Source: an optimization exercise on an open RTL-to-GDS flow (aim: small area, a short achievable clock period and few clock cycles). Production flows keep margins and buffers that such runs may drop.
Function was checked by simulation only, so behaviour that the tests miss may differ from the original.
No activity file was given, so power comes from the tool's default toggle rates.

Design reel_block_tx, start of the top module:
module reel_block_tx (
  input  wire        clk,
  input  wire        rst,
  input  wire [4:0]  blk_init,
  input  wire [7:0]  seq_init,
  input  wire [39:0] in_data,
  input  wire        in_valid,
  output wire        in_ready,
  output reg  [39:0] out_data,
  output reg         out_valid,
  output reg         out_sob,
  input  wire        out_ready
);
Size in the first run: ~5600 cells after synthesis.
export LEC_CHECK = 0
export CAP_MARGIN = 20
export CORE_MARGIN = 2
export CORE_UTILIZATION = 55
export CTS_CLUSTER_DIAMETER = 120
export CTS_CLUSTER_SIZE = 16
export PLACE_DENSITY = 0.72
export SETUP_SLACK_MARGIN = 4.7
export SLEW_MARGIN = 20
create_clock -name core_clock -period 7.5 [get_ports {clk}]
run.sh (not shown) runs the stock make flow with config.mk's settings and CLKGATE_MAP_FILE= SYNTH_SCRIPT=/design/flow/synth_recipe.tcl, a recipe that flattens the netlist after the stock synthesis.
Testbench counts at the start, summed over its fixed seeds: cycles 21,608.
==> next run, changes <==
CAP_MARGIN = 5   (was 20)
CORE_UTILIZATION = 50   (was 55)
PLACE_DENSITY = default   (was 0.72)
SLEW_MARGIN = 5   (was 20)
=> Final cell count came out higher by 2.3%; combinational power barely changes; design area stays flat; global-route usage came out lower by 2.2 points; wire length came out higher by 2.6%; die area came out higher by 9.9%; fmax came out higher by 2.2%; total power came out lower by 0.61%.
==> next run, changes <==
CAP_MARGIN = 20   (was 5)
CORE_UTILIZATION = 58   (was 50)
SETUP_SLACK_MARGIN = 4.65   (was 4.7)
SLEW_MARGIN = 20   (was 5)
The new run ran to the end with no violations.
Die area fell by 14%.
Power fell by 0.40%.
Flip-flop and latch count stays the same.
Via count rose by 1.7%.
Core utilization rose by 8.6 points.
Final area fell by 1.3%.
Global-route usage rose by 5.0 points.
Clock-buffer cell count rose by 5.
Hold slack is better by 0.0060 ns.

========
Setup of 02-21:
Starting RTL as in the previous note.
clock: 7.5 ns
lec_check: 0
cap_margin: 5
core_margin: 2
core_utilization: 55
cts_cluster_diameter: 120
cts_cluster_size: 16
setup_slack_margin: 4.7
slew_margin: 5
Testbench counts of 02-21, summed over its fixed seeds: cycles 21,608.
### 02-21 -> 11-11
Settings: SLEW_MARGIN: 5 -> 20; CORE_UTILIZATION: 55 -> 45; CAP_MARGIN: 5 -> 20.
Results
11-11 against 02-21: total power picked up an extra about 0.3%, number of ordinary inverters in the final layout went up 1, relative contribution of sequential cells to total power increased by 0.3 points relative to the old numbers, sequential cell area in the final layout now sits at about the same level, final critical-path required period increased by 0.033 ns relative to the old numbers.

========
Starting RTL as in the previous note.
make LEC_CHECK=0 CAP_MARGIN=20 CORE_MARGIN=2 CORE_UTILIZATION=55 CTS_CLUSTER_DIAMETER=120 CTS_CLUSTER_SIZE=16 SETUP_SLACK_MARGIN=4.75 SLEW_MARGIN=20 finish   # period 7.5 ns
The baseline completed without violations.
Testbench counts at the start, summed over its fixed seeds: cycles 21,608.
Rerun with:
CTS_CLUSTER_DIAMETER = default   (was 120)
CTS_CLUSTER_SIZE = default   (was 16)
SETUP_SLACK_MARGIN = 4.6   (was 4.75)
What happened: The changed run passed the timing, DRC and antenna checks. Cell count barely changes. Register-to-register slack gets worse by 0.14 ns. Total power went up by a little under a tenth. Cell area went down slightly. Die area is unchanged. Clock-buffer cell count went up by 71. Non-clock buffer count went down by 130. Global-route usage went down by 0.69 points. Routed wire length went down by a few percent.
Rerun with:
CTS_CLUSTER_DIAMETER = 120   (was default)
CTS_CLUSTER_SIZE = 16   (was default)
SETUP_SLACK_MARGIN = 4.7   (was 4.6)
Synthesized cell count stays the same.
Sequential cell count does not change.
Wire length rises by 0.94%.
Utilization falls by 0.23 points.
Power falls by 7.2%.
Maximum frequency rises by 3.0%.
Count of clock-buffer cells in the layout falls by 72.
Global-route usage rises by 0.41 points.
Cell area falls by 0.35%.
Hold slack gets better by 0.0080 ns.
Via count barely changes.

========
== main ==
Starting RTL as in the previous note.
==> flow/design.v (excerpt) <==
module reel_block_tx (
  input  wire        clk,
  input  wire        rst,
  input  wire [4:0]  blk_init,
  input  wire [7:0]  seq_init,
  input  wire [39:0] in_data,
  input  wire        in_valid,
  output wire        in_ready,
  output reg  [39:0] out_data,
  output reg         out_valid,
  output reg         out_sob,
  input  wire        out_ready
);
  localparam [47:0] CLAPPER  = 48'hF3A6_0C59_D21E;
  localparam [57:0] SCR_INIT = 58'h2C5_9A37_E1D0_64BB;
  function [15:0] crc16_64(input [63:0] bits);
    integer i;
    reg [15:0] c;
    reg        b;
    begin
      c = 16'hFFFF;
      for (i = 63; i >= 0; i = i - 1) begin
        b = c[15] ^ bits[i];
        c  = {c[14:0], 1'b0} ^ (b ? 16'h1021 : 16'h0000);
      end
      crc16_64 = c;
    end
  endfunction
  function [97:0] scramble40(input [57:0] s_in);
    integer i;
    reg [57:0] s;
    reg [39:0] ks;
    reg        f;
    begin
      s = s_in;
      for (i = 39; i >= 0; i = i - 1) begin
        f     = s[57] ^ s[38];
        ks[i] = f;
        s     = {s[56:0], f};
      end
      scramble40 = {s, ks};
    end
  endfunction
  reg [8:0] word;       
  reg       w0;         
  reg       w1;         
  reg       wh;         
  reg       wd;         
  reg       wp;         
  reg       wl;         
  reg [4:0] blk;
  reg [7:0] seq;
  reg [15:0] crc;
  reg [3:0] fl;         
  reg       fb;         
  reg       zv;         
  wire [39:0] line;     
  reg        ir;        
  reg        go;        
  reg [39:0] sk_data;
  reg        sk_sob;
  reg        sk_v;
  assign in_ready = ir;
  wire step  = go & (~wd | in_valid);       
  wire ofree = ~out_valid | out_ready;      
  wire fb_n  = rst | (fb & (fl != 4'd0));
  ...
==> flow/config.mk <==
export PLATFORM = sky130hd
export DESIGN_NAME = reel_block_tx
export DESIGN_NICKNAME = reel_block_tx
export VERILOG_FILES = /design/flow/design.v
export SDC_FILE = /design/flow/constraint.sdc
export NUM_CORES = 4
export LEC_CHECK = 0
export CAP_MARGIN = 20
export CORE_MARGIN = 2
export CORE_UTILIZATION = 50
export CTS_CLUSTER_DIAMETER = 120
export CTS_CLUSTER_SIZE = 16
export SETUP_SLACK_MARGIN = 4.7
export SLEW_MARGIN = 20
==> flow/constraint.sdc <==
create_clock -name core_clock -period 7.5 [get_ports {clk}]
set_input_delay 1.5000 -clock core_clock [delete_from_list [all_inputs] [get_ports {clk}]]
set_output_delay 1.5000 -clock core_clock [all_outputs]
set_load 0.01 [all_outputs]
Testbench counts of main, summed over its fixed seeds: cycles 21,608.
--- input diff main..the feature branch ---
# main
export LEC_CHECK = 0
export CAP_MARGIN = 20
export CORE_MARGIN = 2
export CORE_UTILIZATION = 50
export CTS_CLUSTER_DIAMETER = 120
export CTS_CLUSTER_SIZE = 16
export SETUP_SLACK_MARGIN = 4.7
export SLEW_MARGIN = 20
create_clock -name core_clock -period 7.5 [get_ports {clk}]
# the feature branch
export LEC_CHECK = 0
export CAP_MARGIN = 20
export CORE_MARGIN = 2
export CORE_UTILIZATION = 60
export CTS_BUF_LIST = sky130_fd_sc_hd__clkbuf_8
export CTS_CLUSTER_DIAMETER = 100
export CTS_CLUSTER_SIZE = 12
export SETUP_SLACK_MARGIN = 4.7
export SLEW_MARGIN = 20
create_clock -name core_clock -period 7.5 [get_ports {clk}]
## What came out
Looking at critical path depth, the feature branch sits 3 lower than main does. main -> the feature branch: final cell count decreased by a few percent. On the feature branch: routed metal-1 wire length is 12000 µm lower than what main gave. Fraction of area in registers, main and the feature branch, higher one = the feature branch. For main, the uppermost layer routed was met5, unlike the feature branch, where it was met4. The feature branch | status: complete | timing, DRC, antenna: pass. The feature branch vs main, worst setup slack for register-to-register paths went down by 0.02 ns. The share of the cycle needed by the critical path after routing of the feature branch is higher than that of main.

-- re-timing with driven ports --
The results above use ideal ports. As a check the final layouts listed here were re-extracted and re-timed, cells and wires unchanged.
Step 1 sets driving cells, clkbuf_16 on the clock port and buf_2 on the other inputs (assumed; they add their load-dependent delay and slew).
Step 2 also shifts input and output timing later by t, the mid clock arrival at the registers, as if the neighbouring blocks saw the same clock.
Slacks: no drivers / after step 1 / after step 2; pairs: no drivers / after step 1.
run	t, ns	setup WS [ns]	latest minus earliest clock arrival (ns)	pins driven straight from the clock port
the first run of note 1	0.819	4.485 / 4.485 / 3.910	0.052 / 0.052	1
the second run of note 1	0.808	4.549 / 4.549 / 3.931	0.038 / 0.038	1
the third run of note 1	0.813	4.475 / 4.475 / 3.839	0.040 / 0.040	1
02-21	0.816	4.599 / 4.534 / 3.899	0.046 / 0.046	1
11-11	0.817	4.566 / 4.491 / 3.980	0.072 / 0.072	1
the first run of note 3	0.799	4.590 / 4.510 / 4.016	0.048 / 0.047	1
the second run of note 3	0.854	4.468 / 4.468 / 3.737	0.027 / 0.026	1
the third run of note 3	0.809	4.557 / 4.531 / 3.926	0.036 / 0.036	1
main	0.829	4.572 / 4.540 / 3.904	0.048 / 0.048	1
the feature branch	0.960	4.490 / 4.407 / 3.793	0.072 / 0.072	1
After both steps every run listed still meets setup and hold. For the second run of note 3, which loses most, drivers alone change the setup slack by 0.000 ns; drivers and shift together by -0.731 ns.
